This design comes from an exercise in tuning for small area, a short achievable clock period and few clock cycles per item on the open sky130 flow, not from production work. Only simulation tests tie the RTL to the original design; equivalence was not proved.

==> flow/design.v (outline; a module is shown in full before it is edited, if it fits) <==
// module layer_blend: 1104 lines
// module lb_fa: 4 lines
// module lb_ha: 4 lines
module layer_blend (
    input  wire        clk,
    input  wire        rst,
    input  wire        cfg_we,
    input  wire        cfg_addr,
    input  wire [31:0] cfg_wdata,
    input  wire        in_valid,
    output wire        in_ready,
    input  wire [11:0] fg_y,
    input  wire [11:0] fg_cb,
    input  wire [11:0] fg_cr,
    input  wire [10:0] fg_a,
    input  wire [11:0] key_y,
    input  wire [11:0] bg_y,
    input  wire [11:0] bg_cb,
    input  wire [11:0] bg_cr,
    output reg         out_valid,
    input  wire        out_ready,
    output reg  [11:0] out_y,
    output reg  [11:0] out_cb,
    output reg  [11:0] out_cr
);
  // ...
==> flow/flow/run.sh <==
#!/bin/bash
# The standard layout, with plain buf_2 cells as the port buffers instead of
# the delay buffers that buffer_ports picks by default.
set -euo pipefail
export BUFFER_PORTS_ARGS="-buffer_cell sky130_fd_sc_hd__buf_2"
bash standard.sh > standard_flow.log 2>&1
==> flow/standard.sh <==
#!/bin/bash
# synth_recipe.tcl (not shown) runs the flow's synth.tcl, then flattens the netlist and writes it again
# the make line also repeats each setting of config.mk as NAME=value (left out here)
make -C /OpenROAD-flow-scripts/flow DESIGN_CONFIG=/design/flow/config.mk WORK_HOME=/design/flow/orfs CLKGATE_MAP_FILE= SYNTH_SCRIPT=/design/flow/synth_recipe.tcl "${@:-finish}"
==> flow/config.mk <==
export PLATFORM = sky130hd
export DESIGN_NAME = layer_blend
export DESIGN_NICKNAME = layer_blend
export VERILOG_FILES = /design/flow/design.v
export SDC_FILE = /design/flow/constraint.sdc
export NUM_CORES = 4
export LEC_CHECK = 0
export CAP_MARGIN = 20
export CORE_MARGIN = 2
export CORE_UTILIZATION = 40
export SLEW_MARGIN = 20
export SYNTH_HIERARCHICAL = 1
export SYNTH_MINIMUM_KEEP_SIZE = 0
==> flow/constraint.sdc <==
create_clock -name core_clock -period 95.0 [get_ports {clk}]
set_input_delay 19.0000 -clock core_clock [delete_from_list [all_inputs] [get_ports {clk}]]
set_output_delay 19.0000 -clock core_clock [all_outputs]
set_load 0.01 [all_outputs]
==> results_dict.tcl, run 1 <==
set metrics [dict create \
    outcome "no timing/DRC/antenna violations" \
    hold_buffers 0 \
    yosys.area_share.adder_pct 33.2 \
    grt_pass1_wl_mm 150 \
    path_cells "buf_2" \
    seq_cell_count 377 \
    die_w_um 308 \
    multi_input_comb_cells 2977 \
    cts_sinks 377 \
    slew_headroom_pct 35.6 \
    slowest_stage "edfxtp_1" \
    post-route-period-util_pct 21.2 \
    seq_area_um2 10500 \
    final-clk-cell-share_pct 3.51 \
    synthesis.area_um2 37000 \
    final_cell_area_um2 40800 \
    crit_path_end "out_y[11]" \
    netlist_instances 3692 \
    num_rows 111 \
    synth.avg_cell_area_um2 10.0 \
    use_met1_pct 29.6 \
    non_clock_inverter_count 162 \
    drc 0 \
    antenna_found_initial 10 \
    layout_setup_ws_ns 74.86 \
]
Testbench counts, summed over its fixed seeds: cycles 24,768, items 24,576.
==> run 2: changes to the inputs <==
--- a/flow/design.v
+++ b/flow/design.v
@@ -68,46 +68,46 @@
             r0_key <= (asrc == 2'b01) ? {1'b0, fg_a} : key_y;
         end
     end
     wire [11:0] r     = key_hi - key_lo;
     wire        below = r0_key < key_lo;
     wire        above = r0_key >= key_hi;
     wire [11:0] pos   = r0_key - key_lo;
     reg  [11:0] rem1;
-    reg  [5:0]  qa;
+    reg  [4:0]  qa;
     reg  [12:0] t1;
     integer i;
     always @(*) begin
         rem1 = pos;
-        for (i = 5; i >= 0; i = i - 1) begin
+        for (i = 4; i >= 0; i = i - 1) begin
             t1    = {rem1, 1'b0} - {1'b0, r};
             qa[i] = !t1[12] || rem1[11];
             rem1  = qa[i] ? t1[11:0] : {rem1[10:0], 1'b0};
         end
     end
     reg [11:0] r1_fy, r1_fcb, r1_fcr, r1_by, r1_bcb, r1_bcr;
     reg [11:0] r1_rem;     
-    reg [5:0]  r1_qa;
+    reg [4:0]  r1_qa;
     reg        r1_below, r1_above;
     always @(posedge clk) begin
         if (r1_free) begin
             r1_fy  <= r0_fy;  r1_fcb <= r0_fcb; r1_fcr <= r0_fcr;
             r1_by  <= r0_by;  r1_bcb <= r0_bcb; r1_bcr <= r0_bcr;
             r1_rem <= (asrc == 2'b01) ? r0_key : rem1;   r1_qa  <= qa;
             r1_below <= below; r1_above <= above;
         end
     end
     reg  [11:0] rem2;
-    reg  [4:0]  qb;
+    reg  [5:0]  qb;
     reg  [12:0] t2;
     integer k;
     always @(*) begin
         rem2 = r1_rem;
-        for (k = 4; k >= 0; k = k - 1) begin
+        for (k = 5; k >= 0; k = k - 1) begin
             t2    = {rem2, 1'b0} - {1'b0, r};
             qb[k] = !t2[12] || rem2[11];
             rem2  = qb[k] ? t2[11:0] : {rem2[10:0], 1'b0};
         end
     end
     reg [9:0] b;
     reg       b10, rb;
     always @(*) begin
@@ -118,17 +118,17 @@
             2'b01: begin
                 b   = r1_rem[9:0];
                 b10 = r1_rem[10];
             end
             2'b10: begin
                 if (r1_below || r1_above)
                     b10 = r1_above ^ key_inv;
                 else begin
-                    b  = {r1_qa, qb[4:1]} ^ {10{key_inv}};
+                    b  = {r1_qa, qb[5:1]} ^ {10{key_inv}};
                     rb = qb[0] ^ key_inv;
                 end
             end
             default: b10 = 1'b1;
         endcase
     end
     reg [11:0] r2_fy, r2_fcb, r2_fcr, r2_by, r2_bcb, r2_bcr;
     reg [9:0]  r2_b;
==> run 2 against run 1 <==
Compared with the run above: count of clock-buffer cells in the layout rose by 4; fmax is 0.10% lower; clock skew rose by 0.0015 ns; area after synthesis fell by 1.2%.
==> results_dict.tcl, run 2 <==
set metrics [dict create \
    outcome "no timing/DRC/antenna violations" \
    cap_violations 0 \
    grt_pass1_vias 26831 \
    netlist.top_cell.by_area "edfxtp_1" \
    vias_per_cell 5.36 \
    cts_sinks 376 \
    die_w_um 306 \
    crit_path_max_incr_delay_ns 0.39 \
    worstHoldPathType "register to register" \
    min_period_ns 20.16 \
    synth_top_cell_area_share_pct 24.2 \
    crit_fanout 1 \
    synth_area_leaders "edfxtp_1 (24%), fa_1 (23%), ha_1 (10%)" \
    cts_buffers 43 \
    ant_nets 0 \
    rsz0062_at_grt "no" \
    hold_buffers 0 \
    core_area_um2 90300 \
    final_util_pct 44.7 \
    fmax_mhz 49.6 \
    drt_wl_total_mm 90.9 \
    drt_first_pass_iters 5 \
    netlist_instances 3645 \
    track_usage_pct 19.8 \
    path_clk_slew_ns 0.07 \
    cp_num_cells 1 \
    insertion_delay_ns 0.62 \
    dp_slack_ns 74.73 \
    slew_headroom_pct 23.9 \
    cts_tree "yes" \
    synth_most_common_cell "nor2_1" \
    synth_seq_cells 376 \
    dieArea_um2 93800 \
    top_register "s_q" \
    synthTopCellsByCount "nor2_1 (552), fa_1 (422), ha_1 (301)" \
    grt_max_degree 84 \
    crit_buf_inv 1 \
    drv_slew 0 \
    htreeDepth 2 \
    wl_per_cell_um 18.3 \
    fill_cells 8568 \
    post_cts_resize_count 0 \
    final_cell_area_um2 40400 \
    yosysWarnings 7 \
    die_height_um 306 \
    critPathArrivalTime_ns 1.16 \
    layout_setup_ws_ns 74.84 \
    fin_nets 4616 \
    place.gp.congestion 0.847 \
    antenna_found_initial 9 \
    num_rows 110 \
    area_growth_pct 10.5 \
    hpwlAfterDp_mm 68.0 \
    cts_buffer_depth 3 \
    fin_skew_ns 0.0398 \
    path_cells "buf_2" \
    post-route-period-util_pct 21.2 \
    overflow 0 \
    root_buffer "clkbuf_16" \
    vias 26669 \
    post_cts_buffers 0 \
    synth.avg_cell_area_um2 10.0 \
    crit_type "register to output pin" \
    initial_core_util_pct 40.5 \
    async_flop_share_pct 0 \
    critPathTopFamily "flip-flops" \
    cp-end-kind "output pin" \
    mostFrequentLayoutCells "nor2_1 (552), fa_1 (422), ha_1 (301), edfxtp_1 (295), nand2_1 (278)" \
    synth_edf_count 295 \
    io_buffers 164 \
    drtIter0Drc 1837 \
    tightest_slew_ns 1.13 \
    finalHoldViolCount 0 \
    drc 0 \
    rr_worst_depth 86 \
    final.setup.tns_ns 0 \
    io_pins 171 \
    cp-startpoint "out_cb[2]" \
    drive_above_1_share_pct 11.1 \
    startpoint_type "register" \
    critical_path_required_ns 76.00 \
    synthesis.area_um2 36500 \
    hold_start "r1_by[11]" \
    place_area_um2 38900 \
    grt_pass1_wl_mm 148 \
    synth_flop_cell "edfxtp_1" \
    largest_reg_flops 36 \
    finalSetupViolCount 0 \
    final_common_cell "nor2_1" \
    r2r-start "key_lo[0]" \
    ys_seq_area_share_pct 28.7 \
    hold_depth 0 \
    ys_types 91 \
    slowest_stage "edfxtp_1" \
]
## run 2: per-layer routing
| metal | wire length [um] | global-route usage [%] | vias up |
|---|---|---|---|
| met3 | 4820 | 2.76 | 119 |
| met4 | 1750 | 4.39 | 10 |
| met5 | 64 | 0 | - |
| met2 | 39200 | 29.9 | 579 |
| met1 | 45100 | 29.9 | 13180 |
| li1 | - | - | 12781 |
## run 2: final timing paths
check | to | slack (ns)
worst max-delay path | out_cb[2] | 74.84
worst min-delay path | r2_by[11] | 0.39
worst max register to register | r2_rb | 75.54
worst min register to register | r2_by[11] | 0.39
## run 2: cell type report
class | instances | area, um^2 | share of cell area [%]
multi-input combinational | 2946 | 25000 | 61.9
tap | 1176 | 1470 | 3.64
antenna | 1 | 2.50 | 0.00620
timing repair buffer | 240 | 1390 | 3.44
inverter | 153 | 577 | 1.43
clock inverter | 26 | 322 | 0.796
sequential | 376 | 10500 | 26.0
clock buffer | 54 | 1140 | 2.82
## run 2: per-stage QoR
step	std cells	hold slack, ns
finish	4972	0.389
global placement	4890	0.401
floorplan	3651	0.400
CTS	4971	0.390
detailed placement	4891	0.405
global route	4972	0.385
## run 2: cells by family (layout without fill, tap and decap cells)
logic type | count (synthesis) | in the layout | share of synthesized area [%]
compound gates | 741 | 741 | 13.0
fa+ha+maj | 731 | 731 | 33.6
other cells | 1 | 8 | 0.0103
flops | 376 | 376 | 28.7
mux | 58 | 58 | 1.74
xor+xnor | 171 | 171 | 4.10
buf+inv | 329 | 473 | 3.42
simple gates | 1238 | 1238 | 15.4
## run 2: per-module statistics from Yosys, one instance, submodules excluded
module | copies in the design | cells inside
lb_ha | 38 | 1
layer_blend | 1 | 3192
lb_fa | 415 | 1
Testbench counts of run 2, summed over its fixed seeds: cycles 24,768, items 24,576.
==> run 3: changes to the inputs <==
--- a/flow/config.mk
+++ b/flow/config.mk
@@ -9,4 +9,5 @@
 export CORE_MARGIN = 2
 export CORE_UTILIZATION = 40
+export CTS_BUF_LIST = sky130_fd_sc_hd__clkbuf_8
 export SLEW_MARGIN = 20
 export SYNTH_HIERARCHICAL = 1
==> run 3 against run 2 <==
Compared with the run above: routed wire length grew 0.36%; hold slack got worse by 0.011 ns; flip-flop and latch count did not move; largest cell class unchanged; global-route usage is 0.12 points higher; non-clock buffer count unchanged; critical path type unchanged; synthesized cell count stayed put; sequential share of layout area about the same; worst setup slack worse by 0.063 ns; first-iteration DRC count down 12%.
==> results_dict.tcl, run 3 <==
set metrics [dict create \
    outcome "no timing/DRC/antenna violations" \
    dpl.cell_count 4891 \
    rsz0062_at_grt "no" \
    cp-end-kind "output pin" \
    drt_wl_total_mm 91.2 \
    place.gp.congestion 0.847 \
    netlist.top_cell.by_area "edfxtp_1" \
    mostFrequentLayoutCells "nor2_1 (552), fa_1 (422), ha_1 (301), edfxtp_1 (295), nand2_1 (278)" \
    grt_pass1_wl_mm 148 \
    ys_types 91 \
    initial_core_util_pct 40.5 \
    num_rows 110 \
    place_area_um2 38900 \
    synth_flop_cell "edfxtp_1" \
    drive_above_1_share_pct 11.7 \
    synth_top_cell_area_share_pct 24.2 \
    crit_buf_inv 1 \
    vias 26791 \
    path_cells "buf_2" \
    dp_slack_ns 74.73 \
    ant_nets 0 \
    synth_area_leaders "edfxtp_1 (24%), fa_1 (23%), ha_1 (10%)" \
    drtIter0Drc 1622 \
    timing.rr.end "r2_rb" \
    post-route-period-util_pct 21.3 \
    top_register "s_q" \
    critPathTopFamily "flip-flops" \
    htreeDepth 3 \
    fin_skew_ns 0.0532 \
    synthTopCellsByCount "nor2_1 (552), fa_1 (422), ha_1 (301)" \
    area_growth_pct 10.3 \
    worstHoldPathType "register to register" \
    die_height_um 306 \
    drc 0 \
    cts_sinks 376 \
    crit_fanout 1 \
    cp-startpoint "out_cb[2]" \
    ys_seq_area_share_pct 28.7 \
    final_cell_area_um2 40300 \
    fmax_mhz 49.5 \
    wl_per_cell_um 18.2 \
    post_cts_resize_count 0 \
    largest_reg_flops 36 \
    io_buffers 164 \
    crit_path_end "out_cb[2]" \
    cp_num_cells 1 \
    cts_buffer_depth 3 \
    crit_path_max_incr_delay_ns 0.39 \
    antenna_found_initial 10 \
    slowest_stage "edfxtp_1" \
    tightest_slew_ns 1.14 \
    hpwlAfterDp_mm 68.0 \
    hold_buffers 0 \
    fin_nets 4641 \
    path_clk_slew_ns 0.07 \
    slew_headroom_pct 23.7 \
    grt_pass1_vias 27089 \
    overflow 0 \
    critPathArrivalTime_ns 1.22 \
    startpoint_type "register" \
    die_w_um 306 \
    cap_violations 0 \
    synth_seq_cells 376 \
    drv_slew 0 \
    netlist_instances 3645 \
    post_cts_buffers 0 \
    layout_setup_ws_ns 74.78 \
    root_buffer "clkbuf_8" \
    finalSetupViolCount 0 \
    finalHoldViolCount 0 \
    synth.avg_cell_area_um2 10.0 \
    core_area_um2 90300 \
    rr_worst_depth 86 \
    grt_max_degree 84 \
    synthesis.area_um2 36500 \
    r2r_setup_slack_ns 75.58 \
    dieArea_um2 93800 \
    cts_tree "yes" \
    io_pins 171 \
    drt_first_pass_iters 6 \
    yosysWarnings 7 \
    vias_per_cell 5.34 \
    final.setup.tns_ns 0 \
    min_period_ns 20.22 \
    synth_edf_count 295 \
    cts_buffers 68 \
    instances_no_fill 5019 \
    critical_path_required_ns 76.00 \
    track_usage_pct 19.9 \
    final_common_cell "nor2_1" \
    async_flop_share_pct 0 \
    r2r-start "key_lo[0]" \
    synth_most_common_cell "nor2_1" \
    crit_type "register to output pin" \
    insertion_delay_ns 0.69 \
]
-- run 3: cell families after synthesis --
family	count (synthesis)	synth area share, %
and+or+nand+nor	1238	15.4
other	1	0.0103
DFF	376	28.7
adders and majority gates	731	33.6
xor gates and xnor gates	171	4.10
AOI/OAI and AO/OA	741	13.0
muxes	58	1.74
buffers and inverters	329	3.42
-- run 3: cell type report --
type | instances | area (um^2)
multi-input cells | 2946 | 25000
fillers | 8569 | 50000
diodes | 3 | 7.51
clock inverters | 54 | 403
clock buffers | 71 | 977
well taps | 1176 | 1470
repair buffers | 240 | 1390
flip-flops and latches | 376 | 10500
inverters | 153 | 577
-- run 3: metrics by stage --
step	util, %	hold slack (ns)
final	44.6	0.377
after global routing	44.6	0.383
after CTS	44.6	0.381
after detailed placement	43.1	0.405
after global placement	43.1	0.401
after floorplan	-	0.400
-- run 3: Yosys stat by module, one instance, submodules excluded --
module       cells  copies in the design  area [um^2]  flops+latches
lb_fa            1                   415         20.0              0
layer_blend   3192                     1        27800            376
lb_ha            1                    38         12.5              0
-- run 3: routing by layer --
layer,global-route usage [%],up-vias,share of wire (%)
li1,-,12852,-
met1,29.8,13212,50
met2,29.9,590,43
met3,3.01,127,5.4
met4,5.13,10,2.1
met5,0,-,0.070
-- run 3: how the worst min path moves through the flow --
stage                 to  cells past startpoint  startpoint  slack (ns)
5_1_grt        r2_fcb[2]                      0   r1_fcb[2]        0.38
4_1_cts        r2_fcb[2]                      0   r1_fcb[2]        0.38
2_1_floorplan  r1_bcb[0]                      0   r0_bcb[0]        0.40
3_3_place_gp   r2_bcr[6]                      0   r1_bcr[6]        0.40
6_report       r2_fcb[5]                      0   r1_fcb[5]        0.38
3_5_place_dp   r1_bcr[3]                      0   r0_bcr[3]        0.40
==> run 4: changes to the inputs <==
--- a/flow/config.mk
+++ b/flow/config.mk
@@ -8,6 +8,7 @@
 export CAP_MARGIN = 20
 export CORE_MARGIN = 2
-export CORE_UTILIZATION = 40
+export CORE_UTILIZATION = 65
 export CTS_BUF_LIST = sky130_fd_sc_hd__clkbuf_8
+export CTS_CLUSTER_SIZE = 30
 export SLEW_MARGIN = 20
 export SYNTH_HIERARCHICAL = 1
==> run 4 against run 3 <==
Compared with the run above: cell area down 1.7%; first-iteration DRC count grew 36%; synthesized cell count did not move; flip-flop and latch count did not move; critical path depth is the same; sequential share of layout area is 0.44 points higher; count of clock-buffer cells in the layout shrank 8; routed wire length fell by 2.3%; clock skew decreased by 0.018 ns; area after synthesis did not move; global-route usage increased by 12 points; critical endpoint is now out_cr[10].
==> results_dict.tcl, run 4 <==
set metrics [dict create \
    ys_seq_area_share_pct 28.7 \
    tightest_slew_ns 1.13 \
    busiest_layer "met1" \
    ys_types 91 \
    initial_core_util_pct 66.1 \
    rr_worst_depth 86 \
    place.gp.congestion 0.910 \
    crit_path_max_incr_delay_ns 0.40 \
    htreeDepth 2 \
    cts_tree "yes" \
    place_area_um2 38300 \
    grt_max_degree 98 \
    cts_sinks 376 \
    final.setup.tns_ns 0 \
    path_clk_slew_ns 0.06 \
    final_util_pct 71.7 \
    crit_buf_inv 1 \
    r2r_setup_slack_ns 75.12 \
    synthesis.area_um2 36500 \
    io_buffers 164 \
    synth_seq_cells 376 \
    startpoint_type "register" \
    drv_slew 0 \
    die_height_um 241 \
    hold_depth 0 \
    async_flop_share_pct 0 \
    ant_nets 0 \
    top_register "s_q" \
    synth_flop_cell "edfxtp_1" \
    final_common_cell "nor2_1" \
    drive_above_1_share_pct 11.6 \
    hold_buffers 0 \
    largest_reg_flops 36 \
    path_cells "buf_2" \
    rsz0062_at_grt "no" \
    drtIter0Drc 2206 \
    critPathArrivalTime_ns 1.24 \
    drt_wl_total_mm 89.1 \
    netlist.top_cell.by_area "edfxtp_1" \
    vias_per_cell 6.07 \
    cts_buffer_depth 3 \
    vias 27705 \
    met3_usage_pct 5.63 \
    antenna_found_initial 2 \
    worstHoldPathType "register to register" \
    fmax_mhz 49.4 \
    area_growth_pct 8.46 \
    cp-end-kind "output pin" \
    critPathTopFamily "flip-flops" \
    synth.avg_cell_area_um2 10.0 \
    final_cell_area_um2 39600 \
    synth_edf_count 295 \
    synthTopCellsByCount "nor2_1 (552), fa_1 (422), ha_1 (301)" \
    netlist_instances 3645 \
    cts_buffers 60 \
    outcome "no timing/DRC/antenna violations" \
    drt_first_pass_iters 7 \
    slew_headroom_pct 24.6 \
    yosysWarnings 7 \
    dieArea_um2 58100 \
    root_buffer "clkbuf_8" \
    fin_skew_ns 0.0353 \
    timing.rr.end "r2_rb" \
    grt_pass1_wl_mm 145 \
    drc 0 \
    num_rows 86 \
    wl_per_cell_um 19.5 \
    post_cts_resize_count 0 \
    crit_type "register to output pin" \
    critical_path_required_ns 76.00 \
    mostFrequentLayoutCells "nor2_1 (552), fa_1 (422), ha_1 (301), edfxtp_1 (295), nand2_1 (278)" \
    die_w_um 241 \
    grtUsageMet2_pct 47.1 \
    layout_setup_ws_ns 74.76 \
    r2r-start "key_lo[0]" \
    grt_pass1_vias 27940 \
    core_area_um2 55300 \
    post_cts_buffers 0 \
    slowest_stage "edfxtp_1" \
    track_usage_pct 31.7 \
    crit_fanout 1 \
    hpwlAfterDp_mm 67.8 \
    synth_area_leaders "edfxtp_1 (24%), fa_1 (23%), ha_1 (10%)" \
    finalSetupViolCount 0 \
    overflow 0 \
    synth_top_cell_area_share_pct 24.2 \
    hold_end "r1_bcb[6]" \
    finalHoldViolCount 0 \
    fill_cells 4130 \
    insertion_delay_ns 0.69 \
    io_pins 171 \
    hold_start "r0_bcb[6]" \
    use_met1_pct 48.2 \
    post-route-period-util_pct 21.3 \
    cap_violations 0 \
    dp_slack_ns 74.56 \
    fin_nets 4624 \
    min_period_ns 20.24 \
    synth_most_common_cell "nor2_1" \
]
-- run 4: layout make-up --
cell class,instances,area [um^2],share of cell area (%)
diodes,1,2.50,0.00631
clock buffers,63,867,2.19
clock inverters,45,460,1.16
inverters,153,576,1.45
multi-input cells,2946,25000,63.0
flip-flops and latches,376,10500,26.5
well taps,748,936,2.36
repair buffers,231,1320,3.33
-- run 4: cells by family after synthesis --
logic type / after synthesis / share of synthesized area (%)
muxes: 58 / 1.74
DFF: 376 / 28.7
adders and majority gates: 731 / 33.6
AOI/OAI and AO/OA: 741 / 13.0
other: 1 / 0.0103
and+or+nand+nor: 1238 / 15.4
buffers and inverters: 329 / 3.42
xor gates and xnor gates: 171 / 4.10
-- run 4: worst max path at each step --
stage | startpoint | to | slack [ns] | depth (start not counted)
2_1_floorplan | out_ready | out_cb[0] | 74.64 | 1
3_3_place_gp | out_ready | rdy | 74.59 | 4
3_5_place_dp | out_ready | rdy | 74.56 | 4
4_1_cts | out_cr[10] | out_cr[10] | 74.72 | 1
5_1_grt | key_lo[0] | r2_rb | 73.50 | 86
6_report | out_cr[10] | out_cr[10] | 74.76 | 1
-- run 4: per-module statistics from Yosys (local to each module, per instance) --
| module | area (um^2) | times used |
|---|---|---|
| layer_blend | 27800 | 1 |
| lb_fa | 20.0 | 415 |
| lb_ha | 12.5 | 38 |
-- run 4: stage by stage --
step | hold WS, ns | instances
finish | 0.408 | 4563
floorplan | 0.400 | 3651
detailed placement | 0.405 | 4452
CTS | 0.413 | 4560
global route | 0.417 | 4563
global placement | 0.402 | 4452
-- run 4: per-layer routing --
metal  vias up  routed length, um
li1      12804                  -
met1     13603              40400
met2      1156              38900
met3       142               7780
met4         0               2080
met5         -                  0
==> run 5: changes to the inputs <==
--- a/flow/config.mk
+++ b/flow/config.mk
@@ -9,6 +9,4 @@
 export CORE_MARGIN = 2
 export CORE_UTILIZATION = 65
-export CTS_BUF_LIST = sky130_fd_sc_hd__clkbuf_8
-export CTS_CLUSTER_SIZE = 30
 export SLEW_MARGIN = 20
 export SYNTH_HIERARCHICAL = 1
==> run 5 against run 4 <==
Compared with the run above: register-to-register slack worse by 0.10 ns; core utilization up 0.061 points; critical path type unchanged; sequential share of layout area about the same; clock skew about the same; count of clock-buffer cells in the layout down 12; still clean on timing, DRC and antenna.
==> results_dict.tcl, run 5 <==
set metrics [dict create \
    overflow 0 \
    post_cts_resize_count 0 \
    rsz0062_at_grt "no" \
    cts_buffer_depth 3 \
    initial_core_util_pct 66.1 \
    fin_nets 4605 \
    vias_per_cell 6.11 \
    synth-simple-area-share_pct 15.4 \
    synth_edf_count 295 \
    final_common_cell "nor2_1" \
    slew_headroom_pct 26.0 \
    io_pins 171 \
    num_rows 86 \
    drc 0 \
    track_usage_pct 32.1 \
    min_period_ns 20.15 \
    wl_per_cell_um 20.0 \
    yosys.area_share.adder_pct 33.6 \
    drv_slew 0 \
    fmax_mhz 49.6 \
    outcome "no timing/DRC/antenna violations" \
    synth_flop_cell "edfxtp_1" \
    insertion_delay_ns 0.60 \
    drt_wl_total_mm 90.4 \
    timing.rr.end "r2_rb" \
    path_clk_slew_ns 0.06 \
    async_flop_share_pct 0 \
    critical_path_required_ns 76.00 \
    largest_reg_flops 36 \
    finalSetupViolCount 0 \
    crit_type "register to output pin" \
    synth-compound-area-share_pct 13.0 \
    cts_buffers 41 \
    startpoint_type "register" \
    post_cts_buffers 0 \
    netlist.top_cell.by_area "edfxtp_1" \
    hpwlAfterDp_mm 67.8 \
    cts_sinks 376 \
    synth_top_cell_area_share_pct 24.2 \
    synth_area_leaders "edfxtp_1 (24%), fa_1 (23%), ha_1 (10%)" \
    die_height_um 241 \
    synthesis.area_um2 36500 \
    netlist_instances 3645 \
    hold_buffers 0 \
    cp-end-kind "output pin" \
    final.setup.tns_ns 0 \
    htreeDepth 2 \
    finalHoldViolCount 0 \
    dp_slack_ns 74.56 \
    hold_start "r1_by[6]" \
    grt_max_degree 98 \
    ant_nets 0 \
    r2r-start "key_lo[0]" \
    path_cells "buf_2" \
    slowest_stage "edfxtp_1" \
    die_w_um 241 \
    synth_top_family_by_area "adder cells" \
    root_buffer "clkbuf_16" \
    hold_depth 0 \
    top_register "s_q" \
    drtIter0Drc 2355 \
    tightest_slew_ns 1.11 \
    crit_fanout 1 \
    worstHoldPathType "register to register" \
    crit_buf_inv 1 \
    critPathArrivalTime_ns 1.15 \
    synth_seq_cells 376 \
    drive_above_1_share_pct 11.0 \
    hold_end "r2_by[6]" \
    synth.avg_cell_area_um2 10.0 \
    dieArea_um2 58100 \
    mostFrequentLayoutCells "nor2_1 (552), fa_1 (422), ha_1 (301), edfxtp_1 (295), nand2_1 (278)" \
    synthTopCellsByCount "nor2_1 (552), fa_1 (422), ha_1 (301)" \
    synth_most_common_cell "nor2_1" \
    grt_pass1_vias 27919 \
    ys_types 91 \
    place.gp.congestion 0.910 \
    synth_xor_area_share_pct 4.10 \
    grt_pass1_wl_mm 147 \
    holdWs_ns 0.414 \
    layout_setup_ws_ns 74.85 \
    synth.mux.area_fraction_pct 1.74 \
    fin_skew_ns 0.0351 \
    yosysWarnings 7 \
    area_growth_pct 8.56 \
    r2r_setup_slack_ns 75.02 \
    core_area_um2 55300 \
    io_buffers 164 \
    vias 27680 \
    ys_seq_area_share_pct 28.7 \
    post-route-period-util_pct 21.2 \
    drt_first_pass_iters 6 \
    cap_violations 0 \
    rr_worst_depth 86 \
    cts_tree "yes" \
    antenna_found_initial 2 \
    critPathTopFamily "flip-flops" \
    crit_path_max_incr_delay_ns 0.40 \
]
run 5: cell type report:
class | count | area (um^2)
multi-input cells | 2946 | 25000
fillers | 4120 | 15600
flip-flops and latches | 376 | 10500
repair buffers | 231 | 1320
clock buffers | 51 | 1080
well taps | 748 | 936
inverters | 153 | 576
clock inverters | 23 | 278
diodes | 1 | 2.50
run 5: routing by layer:
| layer | wire [um] | vias up | GRT usage, % |
|---|---|---|---|
| li1 | - | 12750 | - |
| met3 | 7550 | 141 | 5.38 |
| met2 | 39800 | 1151 | 48.4 |
| met4 | 1890 | 2 | 7.78 |
| met1 | 41100 | 13636 | 48.7 |
| met5 | 17 | - | 0 |
run 5: cell families (layout without fill, tap and decap cells):
logic type / after synthesis / after routing
buf+inv: 329 / 458
compound gates: 741 / 741
simple gates: 1238 / 1238
mux: 58 / 58
other cells: 1 / 8
fa+ha+maj: 731 / 731
xor+xnor: 171 / 171
flops: 376 / 376
run 5: metrics by stage:
stage	area [um^2]	utilization, %	cells
2_1_floorplan	36600	-	3651
3_3_place_gp	38200	69.2	4452
3_5_place_dp	38300	69.2	4452
4_1_cts	39600	71.6	4526
5_1_grt	39700	71.7	4529
6_report	39700	71.7	4529
run 5: worst max-delay path by stage:
stage / start / end / cells past startpoint
after global placement: out_ready / rdy / 4
after global routing: key_lo[0] / r2_rb / 86
final: out_cr[10] / out_cr[10] / 1
after detailed placement: out_ready / rdy / 4
after CTS: out_y[6] / out_y[6] / 1
after floorplan: out_ready / out_cb[0] / 1
run 5: per-module statistics from Yosys (local to each module, per instance):
module | flops+latches | cell area (um^2) | cells inside
lb_ha | 0 | 12.5 | 1
lb_fa | 0 | 20.0 | 1
layer_blend | 376 | 27800 | 3192
==> run 6: changes to the inputs <==
--- a/flow/config.mk
+++ b/flow/config.mk
@@ -6,7 +6,8 @@
 export NUM_CORES = 4
 export LEC_CHECK = 0
+export ABC_AREA = 1
 export CAP_MARGIN = 20
 export CORE_MARGIN = 2
-export CORE_UTILIZATION = 65
+export CORE_UTILIZATION = 60
 export SLEW_MARGIN = 20
 export SYNTH_HIERARCHICAL = 1
==> run 6 against run 5 <==
Compared with the run above: register-to-register slack gained 4.3 ns; via count increased by 2.2%; core utilization down 6.4 points; area after synthesis shrank 0.62%; die area grew 7.5%; hold slack worse by 0.015 ns; synthesized cell count up 8.6%; worst setup slack worse by 0.0032 ns; routed wire length increased by 1.7%; count of clock-buffer cells in the layout is 3 higher; critical path type is now input pin to register; critical endpoint is now key_hi[5]; largest cell class unchanged.
==> results_dict.tcl, run 6 <==
set metrics [dict create \
    outcome "no timing/DRC/antenna violations" \
    critical_path_required_ns 95.45 \
    htreeDepth 2 \
    vias_per_cell 5.79 \
    seq_area_um2 10500 \
    synth.avg_cell_area_um2 9.17 \
    overflow 0 \
    ant_nets 0 \
    post_cts_buffers 0 \
    synthTopCellsByCount "nor2_1 (661), nand2_1 (630), fa_1 (422)" \
    async_flop_share_pct 0 \
    synth_most_common_cell "nor2_1" \
    synthesis.area_um2 36300 \
    ys_types 71 \
    path_cells "buf_2, nand2_1, inv_1, nand2_1, o211ai_1" \
    finalHoldViolCount 0 \
    crit_type "input pin to register" \
    rsz0062_at_grt "no" \
    drt_wl_total_mm 91.9 \
    final_common_cell "nor2_1" \
    initial_core_util_pct 60.4 \
    fin_skew_ns 0.0397 \
    cp_num_cells 5 \
    wl_per_cell_um 18.8 \
    worstHoldPathType "register to register" \
    mostFrequentLayoutCells "nor2_1 (661), nand2_1 (628), fa_1 (422), ha_1 (301), inv_1 (297)" \
    timing.rr.end "r2_rb" \
    insertion_delay_ns 0.59 \
    crit_top_cell "nand2_1" \
    yosysWarnings 7 \
    min_period_ns 20.16 \
    crit_path_max_incr_delay_ns 0.73 \
    r2r-start "key_lo[0]" \
    top_register "s_q" \
    synth_area_leaders "edfxtp_1 (24%), fa_1 (23%), ha_1 (10%)" \
    cts_buffer_depth 3 \
    synth_flop_cell "edfxtp_1" \
    grt_max_degree 104 \
    track_usage_pct 30.1 \
    finalSetupViolCount 0 \
    area_growth_pct 8.12 \
    fmax_mhz 49.6 \
    cap_violations 0 \
    netlist.top_cell.by_area "edfxtp_1" \
    path_clk_slew_ns 0.06 \
    r2r_setup_slack_ns 79.27 \
    drc 0 \
    place.gp.congestion 0.934 \
    synth_top_cell_area_share_pct 24.4 \
    vias 28280 \
    drtIter0Drc 2608 \
    fill_cells 4953 \
    crit_path_end "key_hi[5]" \
    hold_buffers 0 \
    io_pins 171 \
    tightest_slew_ns 1.06 \
    netlist_instances 3959 \
    core_area_um2 60100 \
    startpoint_type "input pin" \
    synth_seq_cells 376 \
    crit_fanout 36 \
    final.setup.tns_ns 0 \
    synth_edf_count 295 \
    rr_worst_depth 86 \
    holdWs_ns 0.399 \
    grt_pass1_vias 28388 \
    drt_first_pass_iters 5 \
    cp-startpoint "cfg_addr" \
    dieArea_um2 62500 \
    largest_reg_flops 36 \
    cts_tree "yes" \
    n_antenna_cell 0 \
    critPathArrivalTime_ns 20.61 \
    root_buffer "clkbuf_16" \
    cts_buffers 41 \
    num_rows 90 \
    io_buffers 164 \
    hold_start "r0_fcr[8]" \
    grt_pass1_wl_mm 149 \
    hpwlAfterDp_mm 71.2 \
    post-route-period-util_pct 21.2 \
    post_cts_resize_count 0 \
    drive_above_1_share_pct 9.90 \
    fin_nets 4927 \
    cp-end-kind "register" \
    cts_sinks 376 \
    antenna_found_initial 4 \
    slew_headroom_pct 28.9 \
    die_w_um 250 \
    drv_slew 0 \
    die_height_um 250 \
    slowest_stage "nand2_1" \
    multi_input_area_um2 24000 \
    critPathTopFamily "simple AND/OR/NAND/NOR gates" \
    ys_seq_area_share_pct 28.9 \
    crit_buf_inv 2 \
]
run 6: cell count changes after synthesis, sizes merged, moves of 41 or more:
cell / previous run / this run
nand2: 280 / 676
inv: 151 / 312
and2: 134 / 3
nor2: 556 / 666
nand3: 31 / 128
xnor2: 121 / 51
nand2b: 65 / 0
xor2: 50 / 109
a21oi: 200 / 255
mux2: 45 / 0
nor2b: 42 / 0
o21a: 44 / 3
run 6: worst min-delay path by stage:
stage | endpoint | slack, ns | depth (start not counted)
6_report | r1_fcr[8] | 0.40 | 0
5_1_grt | r2_bcb[4] | 0.41 | 0
4_1_cts | r1_fcr[7] | 0.39 | 0
3_5_place_dp | r1_fcr[3] | 0.40 | 0
3_3_place_gp | r1_bcb[5] | 0.40 | 0
2_1_floorplan | r1_bcb[0] | 0.40 | 0
run 6: logic make-up after synthesis:
group / Yosys count / synth area share (%)
xor gates and xnor gates: 160 / 3.86
other: 1 / 0.0103
buffers and inverters: 482 / 5.19
DFF: 376 / 28.9
adders and majority gates: 723 / 33.6
AOI/OAI and AO/OA: 663 / 10.5
and+or+nand+nor: 1554 / 17.9
run 6: area by class of cell:
class                           instances  area share [%]
Sequential cell                       376            26.7
Multi-Input combinational cell       3107            61.2
Clock buffer                           54            2.79
Inverter                              327            3.16
Tap cell                              782            2.49
Timing Repair Buffer                  218            3.18
Clock inverter                         18           0.488
run 6: modules after synthesis, one instance, submodules excluded:
| module | copies in the design | flip-flops and latches | area (um^2) | cells inside |
|---|---|---|---|---|
| lb_fa | 415 | 0 | 20.0 | 1 |
| lb_ha | 38 | 0 | 12.5 | 1 |
| layer_blend | 1 | 376 | 27500 | 3506 |
run 6: per-stage QoR:
step / std cells / utilization (%) / setup slack (ns) / cell area (um^2)
final: 4882 / 65.3 / 74.84 / 39300
after global routing: 4882 / 65.3 / 74.59 / 39300
after CTS: 4881 / 65.2 / 74.83 / 39200
after detailed placement: 4809 / 63.1 / 74.25 / 37900
after global placement: 4808 / 63.1 / 74.30 / 37900
after floorplan: 3965 / - / 74.83 / 36300
run 6: metal layers:
| metal | vias up | routed length (um) | track usage (%) |
|---|---|---|---|
| li1 | 13322 | - | - |
| met1 | 13750 | 43500 | 46.9 |
| met2 | 1081 | 38100 | 43.2 |
| met3 | 121 | 8560 | 6.49 |
| met4 | 6 | 1660 | 6.42 |
| met5 | - | 46 | 0 |
==> run 7: changes to the inputs <==
--- a/flow/config.mk
+++ b/flow/config.mk
@@ -9,5 +9,5 @@
 export CAP_MARGIN = 20
 export CORE_MARGIN = 2
-export CORE_UTILIZATION = 60
+export CORE_UTILIZATION = 40
 export SLEW_MARGIN = 20
 export SYNTH_HIERARCHICAL = 1
==> run 7 against run 6 <==
Compared with the run above: still clean on timing, DRC and antenna; critical path type is now register to output pin; critical endpoint is now out_cr[8]; count of clock-buffer cells in the layout fell by 6; clock skew up 0.015 ns; fmax shrank 0.14%; synthesized cell count stayed put; first-iteration DRC count is 34% lower; critical path depth down 4.
==> results_dict.tcl, run 7 <==
set metrics [dict create \
    overflow 0 \
    holdWs_ns 0.410 \
    post_cts_buffers 0 \
    rsz0062_at_grt "no" \
    instances_no_fill 5289 \
    yosysWarnings 7 \
    fin_nets 4933 \
    worstHoldPathType "register to register" \
    vias_per_cell 5.19 \
    netlist.top_cell.by_area "edfxtp_1" \
    r2r-start "key_lo[0]" \
    finalSetupViolCount 0 \
    r2r_setup_slack_ns 80.41 \
    post_cts_resize_count 0 \
    crit_fanout 1 \
    root_buffer "clkbuf_16" \
    ys_types 71 \
    synth_seq_cells 376 \
    mostFrequentLayoutCells "nor2_1 (661), nand2_1 (628), fa_1 (422), ha_1 (301), inv_1 (297)" \
    hold_buffers 0 \
    hold_depth 0 \
    post-route-period-util_pct 21.2 \
    final_cell_area_um2 39900 \
    top_register "s_q" \
    grt_pass1_wl_mm 149 \
    slew_headroom_pct 21.7 \
    fin_skew_ns 0.0550 \
    netlist_instances 3959 \
    insertion_delay_ns 0.64 \
    finalHoldViolCount 0 \
    crit_path_max_incr_delay_ns 0.42 \
    drc 0 \
    synthesis.area_um2 36300 \
    synth_top_cell_area_share_pct 24.4 \
    hpwlAfterDp_mm 71.6 \
    min_period_ns 20.18 \
    rr_worst_depth 85 \
    n_antenna_cell 0 \
    synth_area_leaders "edfxtp_1 (24%), fa_1 (23%), ha_1 (10%)" \
    cts_tree "yes" \
    startpoint_type "register" \
    die_height_um 305 \
    slowest_stage "edfxtp_1" \
    dpl.cell_count 5207 \
    async_flop_share_pct 0 \
    critPathArrivalTime_ns 1.18 \
    fmax_mhz 49.5 \
    track_usage_pct 20.1 \
    place.gp.congestion 0.877 \
    grt_max_degree 109 \
    final.setup.tns_ns 0 \
    critPathTopFamily "flip-flops" \
    drive_above_1_share_pct 10.3 \
    cts_buffer_depth 3 \
    ys_seq_area_share_pct 28.9 \
    initial_core_util_pct 40.3 \
    vias 27462 \
    cts_buffers 44 \
    grt_pass1_vias 27364 \
    synth_most_common_cell "nor2_1" \
    io_buffers 164 \
    crit_type "register to output pin" \
    die_w_um 305 \
    cts_sinks 376 \
    core_area_um2 90000 \
    largest_reg_flops 36 \
    crit_buf_inv 1 \
    cp-end-kind "output pin" \
    htreeDepth 2 \
    antenna_found_initial 2 \
    wl_per_cell_um 17.4 \
    io_pins 171 \
    synthTopCellsByCount "nor2_1 (661), nand2_1 (630), fa_1 (422)" \
    area_growth_pct 9.93 \
    drt_first_pass_iters 5 \
    num_rows 110 \
    tightest_slew_ns 1.17 \
    drv_slew 0 \
    hold_end "r2_fcb[1]" \
    path_cells "buf_2" \
    critical_path_required_ns 76.00 \
    synth_flop_cell "edfxtp_1" \
    drtIter0Drc 1715 \
    synth.avg_cell_area_um2 9.17 \
    drt_wl_total_mm 91.8 \
    dieArea_um2 93200 \
    timing.rr.end "r2_rb" \
    path_clk_slew_ns 0.07 \
    outcome "no timing/DRC/antenna violations" \
    final_common_cell "nor2_1" \
    cp-startpoint "out_cr[8]" \
    ant_nets 0 \
    hold_start "r1_fcb[1]" \
    place_area_um2 38400 \
    cap_violations 0 \
    synth_edf_count 295 \
]
-- run 7: routing by layer --
metal,vias to the layer above,track usage [%],wire length (um)
met2,688,31.7,41300
met5,-,0,13
met3,104,2.56,4940
met1,13310,29.1,43300
met4,2,5.69,2230
li1,13358,-,-
-- run 7: logic make-up after synthesis --
family	synth area share, %
flip-flops	28.9
AND/OR/NAND/NOR	17.9
adder cells (fa/ha/maj)	33.6
buffers and inverters	5.19
other	0.0103
XOR/XNOR	3.86
AO/OA/AOI/OAI	10.5
-- run 7: per-stage QoR --
| stage | setup slack [ns] | util, % |
|---|---|---|
| after floorplan | 74.83 | - |
| after global placement | 74.42 | 42.7 |
| after detailed placement | 74.42 | 42.7 |
| after CTS | 74.72 | 44.3 |
| after global routing | 74.74 | 44.4 |
| final | 74.82 | 44.4 |
-- run 7: worst max-delay path by stage --
stage                      end  slack (ns)  cells after the start
floorplan            out_cb[0]       74.83                      2
global placement        premul       74.42                      5
detailed placement      premul       74.42                      5
CTS                 out_cr[11]       74.72                      1
global route         out_cr[8]       74.74                      1
finish               out_cr[8]       74.82                      1
-- run 7: layout make-up --
class | instances | area [um^2]
tap | 1176 | 1470
multi-input combinational | 3107 | 24000
sequential | 376 | 10500
fill | 8737 | 50100
clock buffer | 48 | 1150
timing repair buffer | 221 | 1250
clock inverter | 34 | 325
inverter | 327 | 1240
-- run 7: modules after synthesis (local to each module, per instance) --
module	flops+latches	cells inside	copies in the design
lb_ha	0	1	38
lb_fa	0	1	415
layer_blend	376	3506	1
==> run 8: changes to the inputs <==
--- a/flow/config.mk
+++ b/flow/config.mk
@@ -10,4 +10,6 @@
 export CORE_MARGIN = 2
 export CORE_UTILIZATION = 40
+export CTS_CLUSTER_DIAMETER = 100
+export CTS_CLUSTER_SIZE = 28
 export SLEW_MARGIN = 20
 export SYNTH_HIERARCHICAL = 1
==> run 8 against run 7 <==
Compared with the run above: via count decreased by 0.86%; global-route usage down 0.30 points; die area is the same; cell area fell by 1.4%; register-to-register slack lost 0.08 ns; final cell count decreased by 0.70%; hold slack worse by 0.0052 ns.
==> results_dict.tcl, run 8 <==
set metrics [dict create \
    outcome "no timing/DRC/antenna violations" \
    htreeDepth 1 \
    critPathArrivalTime_ns 1.23 \
    async_flop_share_pct 0 \
    grt_max_degree 109 \
    overflow 0 \
    dieArea_um2 93200 \
    synth_most_common_cell "nor2_1" \
    synth_top_cell_area_share_pct 24.4 \
    critical_path_required_ns 76.00 \
    die_w_um 305 \
    hold_buffers 0 \
    mostFrequentLayoutCells "nor2_1 (661), nand2_1 (628), fa_1 (422), ha_1 (301), inv_1 (297)" \
    netlist_instances 3959 \
    cts_buffers 24 \
    worstHoldPathType "register to register" \
    cts_tree "yes" \
    slew_headroom_pct 23.1 \
    root_buffer "clkbuf_16" \
    fmax_mhz 49.4 \
    core_area_um2 90000 \
    hpwlAfterDp_mm 71.6 \
    dpl.cell_count 5207 \
    rsz0062_at_grt "no" \
    route.met3.wl_mm 4.58 \
    wl_per_cell_um 17.3 \
    fin_skew_ns 0.0354 \
    crit_fanout 1 \
    place.gp.congestion 0.877 \
    final_common_cell "nor2_1" \
    synth_flop_cell "edfxtp_1" \
    synth.avg_cell_area_um2 9.17 \
    drv_slew 0 \
    insertion_delay_ns 0.63 \
    place_area_um2 38400 \
    drt_first_pass_iters 5 \
    vias 27227 \
    path_cells "buf_2" \
    cts_sinks 376 \
    final.setup.tns_ns 0 \
    initial_core_util_pct 40.3 \
    tightest_slew_ns 1.15 \
    cp-end-kind "output pin" \
    io_buffers 164 \
    critPathTopFamily "flip-flops" \
    track_usage_pct 19.8 \
    post_cts_resize_count 0 \
    min_period_ns 20.23 \
    ant_nets 0 \
    synth_edf_count 295 \
    yosysWarnings 7 \
    fin_nets 4913 \
    drt_wl_total_mm 90.9 \
    post-route-period-util_pct 21.3 \
    ys_seq_area_share_pct 28.9 \
    path_clk_slew_ns 0.11 \
    fill_cells 8776 \
    slowest_stage "edfxtp_1" \
    startpoint_type "register" \
    drive_above_1_share_pct 9.47 \
    synth_seq_cells 376 \
    finalHoldViolCount 0 \
    seq_area_um2 10500 \
    io_pins 171 \
    largest_reg_flops 36 \
    synth_area_leaders "edfxtp_1 (24%), fa_1 (23%), ha_1 (10%)" \
    num_rows 110 \
    wl_met2_mm 40.8 \
    grt_pass1_vias 27113 \
    die_height_um 305 \
    synthTopCellsByCount "nor2_1 (661), nand2_1 (630), fa_1 (422)" \
    ys_types 71 \
    crit_path_max_incr_delay_ns 0.44 \
    cts_buffer_depth 3 \
    drtIter0Drc 1722 \
    met1_length_mm 43.3 \
    instances_no_fill 5252 \
    top_register "s_q" \
    antenna_found_initial 3 \
    netlist.top_cell.by_area "edfxtp_1" \
    crit_buf_inv 1 \
    cap_violations 0 \
    crit_type "register to output pin" \
    area_growth_pct 8.42 \
    final_cell_area_um2 39400 \
    post_cts_buffers 0 \
    routed.top_layer "met5" \
    vias_per_cell 5.18 \
    finalSetupViolCount 0 \
    drc 0 \
    grt_pass1_wl_mm 148 \
    multi_input_area_um2 24000 \
    synthesis.area_um2 36300 \
]
==> run 8: cell count changes in the layout (fill, tap and decap cells not counted), sizes merged <==
cell      before  now
clkbuf        48   31
clkinv        38   25
inv          320  314
bufinv         2    1
clkinvlp       1    0
diode          0    1
==> run 8: area by class of cell <==
cell class,instances,share of cell area (%)
multi-input combinational,3107,61.0
timing repair buffer,221,3.17
clock buffer,31,1.62
tap,1176,3.74
inverter,327,3.15
antenna,1,0.00636
sequential,376,26.6
clock inverter,13,0.725
==> run 8: worst paths after layout <==
kind,cells after the start,from,slack [ns],endpoint
worst max-delay path,1,out_cr[8],74.77,out_cr[8]
worst min-delay path,0,r1_by[8],0.41,r2_by[8]
worst max register to register,86,key_lo[0],80.33,r2_rb
worst min register to register,0,r1_by[8],0.41,r2_by[8]
==> run 8: cells by family after synthesis <==
group	after synthesis	synth area share, %
adder cells (fa/ha/maj)	723	33.6
buffers and inverters	482	5.19
AO/OA/AOI/OAI	663	10.5
flip-flops	376	28.9
other	1	0.0103
AND/OR/NAND/NOR	1554	17.9
XOR/XNOR	160	3.86
==> run 8: stage by stage <==
| step | util, % | setup slack [ns] | hold slack, ns |
|---|---|---|---|
| 2_1_floorplan | - | 74.83 | 0.400 |
| 3_3_place_gp | 42.7 | 74.42 | 0.401 |
| 3_5_place_dp | 42.7 | 74.42 | 0.405 |
| 4_1_cts | 43.7 | 74.68 | 0.410 |
| 5_1_grt | 43.7 | 74.69 | 0.418 |
| 6_report | 43.7 | 74.77 | 0.405 |
==> run 8: layer usage <==
| layer | track usage (%) | vias up |
|---|---|---|
| met5 | 0 | - |
| met4 | 4.62 | 2 |
| met3 | 2.29 | 87 |
| met2 | 31.3 | 610 |
| met1 | 29.1 | 13234 |
| li1 | - | 13294 |
==> run 8: per-module statistics from Yosys, one instance, submodules excluded <==
| module | copies in the design | area (um^2) | cells | flops+latches |
|---|---|---|---|---|
| layer_blend | 1 | 27500 | 3506 | 376 |
| lb_ha | 38 | 12.5 | 1 | 0 |
| lb_fa | 415 | 20.0 | 1 | 0 |
==> run 9: changes to the inputs <==
--- a/flow/config.mk
+++ b/flow/config.mk
@@ -10,6 +10,6 @@
 export CORE_MARGIN = 2
 export CORE_UTILIZATION = 40
-export CTS_CLUSTER_DIAMETER = 100
-export CTS_CLUSTER_SIZE = 28
+export CTS_CLUSTER_DIAMETER = 80
+export CTS_CLUSTER_SIZE = 22
 export SLEW_MARGIN = 20
 export SYNTH_HIERARCHICAL = 1
==> run 9 against run 8 <==
Compared with the run above: still clean on timing, DRC and antenna; cell area is essentially flat; register-to-register slack hardly changed; routed wire length decreased by 0.11%; critical path type unchanged; highest routed layer is now met4.
==> results_dict.tcl, run 9 <==
set metrics [dict create \
    initial_core_util_pct 40.3 \
    path_clk_slew_ns 0.10 \
    slew_headroom_pct 19.3 \
    htreeDepth 1 \
    timing.rr.end "r2_rb" \
    drc 0 \
    synth-compound-area-share_pct 10.5 \
    n_antenna_cell 0 \
    netlist_instances 3959 \
    crit_buf_inv 1 \
    cts_buffers 28 \
    top_register "s_q" \
    insertion_delay_ns 0.64 \
    io_pins 171 \
    critPathArrivalTime_ns 1.22 \
    synth-simple-area-share_pct 17.9 \
    grt_pass1_vias 27208 \
    dieArea_um2 93200 \
    hold_start "r1_by[8]" \
    crit_fanout 1 \
    fin_skew_ns 0.0301 \
    synth_area_leaders "edfxtp_1 (24%), fa_1 (23%), ha_1 (10%)" \
    fin_nets 4917 \
    dpl.cell_count 5207 \
    hold_end "r2_by[8]" \
    r2r_setup_slack_ns 80.34 \
    min_period_ns 20.22 \
    post-route-period-util_pct 21.3 \
    slowest_stage "edfxtp_1" \
    rsz0062_at_grt "no" \
    outcome "no timing/DRC/antenna violations" \
    synth_seq_cells 376 \
    instances_no_fill 5252 \
    vias 27243 \
    synth_flop_cell "edfxtp_1" \
    yosys.area_share.adder_pct 33.6 \
    hold_depth 0 \
    synth_top_cell_area_share_pct 24.4 \
    wl_per_cell_um 17.3 \
    largest_reg_flops 36 \
    dp_slack_ns 74.42 \
    drt_first_pass_iters 5 \
    post_cts_buffers 0 \
    critPathTopFamily "flip-flops" \
    ys_seq_area_share_pct 28.9 \
    yosysWarnings 7 \
    final_common_cell "nor2_1" \
    holdWs_ns 0.397 \
    drv_slew 0 \
    num_rows 110 \
    finalHoldViolCount 0 \
    worstHoldPathType "register to register" \
    io_buffers 164 \
    synthTopCellsByCount "nor2_1 (661), nand2_1 (630), fa_1 (422)" \
    ant_nets 0 \
    hold_buffers 0 \
    die_w_um 305 \
    ys_types 71 \
    final_cell_area_um2 39400 \
    overflow 0 \
    tightest_slew_ns 1.20 \
    place_area_um2 38400 \
    grt_max_degree 109 \
    synth_top_family_by_area "adder cells" \
    mostFrequentLayoutCells "nor2_1 (661), nand2_1 (628), fa_1 (422), ha_1 (301), inv_1 (297)" \
    cts_sinks 376 \
    cts_tree "yes" \
    die_height_um 305 \
    r2r-start "key_lo[0]" \
    drtIter0Drc 1728 \
    area_growth_pct 8.51 \
    synth_edf_count 295 \
    crit_type "register to output pin" \
    startpoint_type "register" \
    vias_per_cell 5.19 \
    final_util_pct 43.8 \
    cap_violations 0 \
    async_flop_share_pct 0 \
    layout_setup_ws_ns 74.78 \
    rr_worst_depth 86 \
    cp_num_cells 1 \
    synth_most_common_cell "nor2_1" \
    final.setup.tns_ns 0 \
    place.gp.congestion 0.877 \
    hpwlAfterDp_mm 71.6 \
    fmax_mhz 49.5 \
    crit_path_max_incr_delay_ns 0.43 \
    grt_pass1_wl_mm 148 \
    drive_above_1_share_pct 9.57 \
    synth.mux.area_fraction_pct 0 \
    synth.avg_cell_area_um2 9.17 \
    finalSetupViolCount 0 \
    track_usage_pct 19.8 \
    drt_wl_total_mm 90.8 \
    fill_cells 8773 \
    antenna_found_initial 1 \
    cts_buffer_depth 3 \
    netlist.top_cell.by_area "edfxtp_1" \
    path_cells "buf_2" \
    core_area_um2 90000 \
    root_buffer "clkbuf_16" \
    cp-end-kind "output pin" \
    synthesis.area_um2 36300 \
    synth_xor_area_share_pct 3.86 \
    post_cts_resize_count 0 \
    critical_path_required_ns 76.00 \
]
==> run 9: cell count changes in the layout (fill, tap and decap cells not counted), sizes merged <==
cell / delta
clkinv: -3
inv: +3
bufinv: -1
clkbuf: +1
clkinvlp: +1
diode: -1
==> run 9: cell families after synthesis <==
group | after synthesis
AOI/OAI and AO/OA | 663
xor gates and xnor gates | 160
adders and majority gates | 723
buffers and inverters | 482
DFF | 376
other | 1
and+or+nand+nor | 1554
==> run 9: worst max path at each step <==
stage          slack [ns]         end        from
3_5_place_dp        74.42      premul    cfg_addr
2_1_floorplan       74.83   out_cb[0]   out_ready
5_1_grt             74.70   out_cr[8]   out_cr[8]
4_1_cts             74.69  out_cr[11]  out_cr[11]
6_report            74.78  out_cr[11]  out_cr[11]
3_3_place_gp        74.42      premul    cfg_addr
==> run 9: Yosys stat by module (local to each module, per instance) <==
module	copies in the design	flip-flops and latches	area, um^2	cells
lb_ha	38	0	12.5	1
layer_blend	1	376	27500	3506
lb_fa	415	0	20.0	1
==> run 9: area by class of cell <==
type | count | area [um^2] | share of cell area [%]
multi-input cells | 3107 | 24000 | 60.9
flip-flops and latches | 376 | 10500 | 26.6
well taps | 1176 | 1470 | 3.73
repair buffers | 221 | 1250 | 3.17
inverters | 327 | 1240 | 3.15
clock buffers | 32 | 737 | 1.87
clock inverters | 13 | 220 | 0.559
==> run 9: per-layer routing <==
metal | part of all wire [%] | GRT usage, %
met3 | 5.1 | 2.18
met5 | 0 | 0
met4 | 2.0 | 3.92
met2 | 45 | 31.7
met1 | 48 | 29.1
==> run 10: changes to the inputs <==
--- a/flow/config.mk
+++ b/flow/config.mk
@@ -7,10 +7,10 @@
 export LEC_CHECK = 0
 export ABC_AREA = 1
-export CAP_MARGIN = 20
+export CAP_MARGIN = 0
 export CORE_MARGIN = 2
 export CORE_UTILIZATION = 40
 export CTS_CLUSTER_DIAMETER = 80
 export CTS_CLUSTER_SIZE = 22
-export SLEW_MARGIN = 20
+export SLEW_MARGIN = 0
 export SYNTH_HIERARCHICAL = 1
 export SYNTH_MINIMUM_KEEP_SIZE = 0
==> run 10 against run 9 <==
Compared with the run above: register-to-register slack barely moved; critical endpoint unchanged; highest routed layer unchanged; sequential share of layout area barely moved; die area did not move.
==> results_dict.tcl, run 10 <==
set metrics [dict create \
    synth_edf_count 295 \
    rr_worst_depth 86 \
    synth_seq_cells 376 \
    drt_wl_total_mm 90.8 \
    startpoint_type "register" \
    post_cts_resize_count 0 \
    path_cells "buf_2" \
    cts_buffers 28 \
    critical_path_required_ns 76.00 \
    hpwlAfterDp_mm 71.6 \
    num_rows 110 \
    top_register "s_q" \
    yosysWarnings 7 \
    post_cts_buffers 0 \
    n_antenna_cell 0 \
    dp_slack_ns 74.42 \
    die_w_um 305 \
    drc 0 \
    cts_tree "yes" \
    cp-end-kind "output pin" \
    min_period_ns 20.22 \
    drive_above_1_share_pct 9.54 \
    place.gp.congestion 0.877 \
    timing.rr.end "r2_rb" \
    netlist.top_cell.by_area "edfxtp_1" \
    final.setup.tns_ns 0 \
    critPathArrivalTime_ns 1.22 \
    track_usage_pct 19.8 \
    slew_headroom_pct 19.3 \
    post-route-period-util_pct 21.3 \
    crit_type "register to output pin" \
    outcome "no timing/DRC/antenna violations" \
    tightest_slew_ns 1.20 \
    hold_depth 0 \
    mostFrequentLayoutCells "nor2_1 (661), nand2_1 (628), fa_1 (422), ha_1 (301), inv_1 (297)" \
    finalSetupViolCount 0 \
    cap_violations 0 \
    antenna_found_initial 1 \
    initial_core_util_pct 40.3 \
    async_flop_share_pct 0 \
    fill_cells 8773 \
    critPathTopFamily "flip-flops" \
    cts_sinks 376 \
    drt_first_pass_iters 6 \
    hold_end "r2_by[8]" \
    core_area_um2 90000 \
    io_pins 171 \
    worstHoldPathType "register to register" \
    grt_pass1_vias 27208 \
    grt_max_degree 109 \
    drv_slew 0 \
    netlist_instances 3959 \
    area_growth_pct 8.50 \
    ant_nets 0 \
    vias_per_cell 5.19 \
    fmax_mhz 49.5 \
    hold_buffers 0 \
    grt_pass1_wl_mm 148 \
    wl_per_cell_um 17.3 \
    overflow 0 \
    slowest_stage "edfxtp_1" \
    synth_flop_cell "edfxtp_1" \
    r2r-start "key_lo[0]" \
    finalHoldViolCount 0 \
    largest_reg_flops 36 \
    insertion_delay_ns 0.64 \
    dieArea_um2 93200 \
    vias 27236 \
    synthTopCellsByCount "nor2_1 (661), nand2_1 (630), fa_1 (422)" \
    die_height_um 305 \
    ys_types 71 \
    multi_input_area_um2 24000 \
    final_common_cell "nor2_1" \
    r2r_setup_slack_ns 80.34 \
    rsz0062_at_grt "no" \
    fin_nets 4917 \
    layout_setup_ws_ns 74.78 \
    cts_buffer_depth 3 \
    ys_seq_area_share_pct 28.9 \
    synth_most_common_cell "nor2_1" \
    root_buffer "clkbuf_16" \
    io_buffers 164 \
    fin_skew_ns 0.0299 \
    htreeDepth 1 \
    synth_area_leaders "edfxtp_1 (24%), fa_1 (23%), ha_1 (10%)" \
    crit_fanout 1 \
    synthesis.area_um2 36300 \
    seq_area_um2 10500 \
    drtIter0Drc 1733 \
    hold_start "r1_by[8]" \
    synth_top_cell_area_share_pct 24.4 \
    crit_path_max_incr_delay_ns 0.43 \
    synth.avg_cell_area_um2 9.17 \
    path_clk_slew_ns 0.10 \
    crit_buf_inv 1 \
]
run 10: cell types whose count changed in the layout (fill, tap and decap cells not counted):
cell and delta:
o21ai_1 +1, o21ai_2 -1
run 10: per-module statistics from Yosys (local to each module, per instance):
module / times used / cells
lb_fa: 415 / 1
layer_blend: 1 / 3506
lb_ha: 38 / 1
run 10: kinds of logic after synthesis:
family / synth area share, %
AND/OR/NAND/NOR: 17.9
adder cells (fa/ha/maj): 33.6
buffers and inverters: 5.19
XOR/XNOR: 3.86
AO/OA/AOI/OAI: 10.5
other: 0.0103
flip-flops: 28.9
run 10: area by class of cell:
cell class,instances,area share (%)
inverters,327,3.15
well taps,1176,3.73
multi-input cells,3107,60.9
flip-flops and latches,376,26.6
clock buffers,32,1.87
repair buffers,221,3.17
clock inverters,13,0.559
run 10: how the worst max path moves through the flow:
| stage | from | to | slack [ns] | cells past startpoint |
|---|---|---|---|---|
| 2_1_floorplan | out_ready | out_cb[0] | 74.83 | 2 |
| 3_3_place_gp | cfg_addr | premul | 74.42 | 5 |
| 5_1_grt | out_cr[8] | out_cr[8] | 74.70 | 1 |
| 4_1_cts | out_cr[11] | out_cr[11] | 74.69 | 1 |
| 3_5_place_dp | cfg_addr | premul | 74.42 | 5 |
| 6_report | out_cr[11] | out_cr[11] | 74.78 | 1 |
run 10: per-layer routing:
metal  track usage, %  up-vias  routed length [um]
met2             31.7      629               41000
met4             3.92        0                1860
met5                0        -                   0
met3             2.18       92                4460
met1             29.1    13217               43400
li1                 -    13298                   -
run 10: stage by stage:
step / util (%) / instances / hold WS [ns] / cell area (um^2)
2_1_floorplan: - / 3965 / 0.400 / 36300
3_3_place_gp: 42.7 / 5207 / 0.401 / 38400
3_5_place_dp: 42.7 / 5207 / 0.405 / 38400
4_1_cts: 43.8 / 5252 / 0.403 / 39400
5_1_grt: 43.8 / 5252 / 0.403 / 39400
6_report: 43.8 / 5252 / 0.397 / 39400

afterwards: timing with drivers on the ports:
The results above use ideal ports. As a check the final layouts listed here were re-extracted and re-timed, cells and wires unchanged.
Step 1 (the two cells are an assumption about what drives the block):
set clk [get_ports {clk}]
set_driving_cell -lib_cell sky130_fd_sc_hd__clkbuf_16 $clk
set_driving_cell -lib_cell sky130_fd_sc_hd__buf_2 [delete_from_list [all_inputs] $clk]
Step 2 also shifts input and output timing later by t, the mid clock arrival at the registers, as if the neighbouring blocks saw the same clock.
Three values: ideal ports, drivers, drivers and shift; two values: the first two.
| run | t, ns | setup WS [ns] | worst register clock-pin slew, ns |
|---|---|---|---|
| run 1 | 0.667 | 74.864 / 74.798 / 74.693 | 0.06 / 0.06 |
| run 2 | 0.657 | 74.843 / 74.782 / 74.759 | 0.07 / 0.07 |
| run 3 | 0.722 | 74.780 / 74.720 / 74.751 | 0.07 / 0.07 |
| run 4 | 0.732 | 74.758 / 74.702 / 74.550 | 0.07 / 0.07 |
| run 5 | 0.647 | 74.847 / 74.785 / 74.554 | 0.06 / 0.06 |
| run 6 | 0.641 | 74.844 / 74.801 / 74.244 | 0.06 / 0.06 |
| run 7 | 0.679 | 74.816 / 74.750 / 74.407 | 0.08 / 0.08 |
| run 8 | 0.679 | 74.773 / 74.707 / 74.433 | 0.11 / 0.11 |
| run 9 | 0.693 | 74.780 / 74.710 / 74.383 | 0.10 / 0.10 |
| run 10 | 0.692 | 74.781 / 74.711 / 74.387 | 0.10 / 0.10 |
After both steps every run listed still meets setup and hold. For run 6, which loses most, drivers alone change the setup slack by -0.043 ns; drivers and shift together by -0.600 ns.
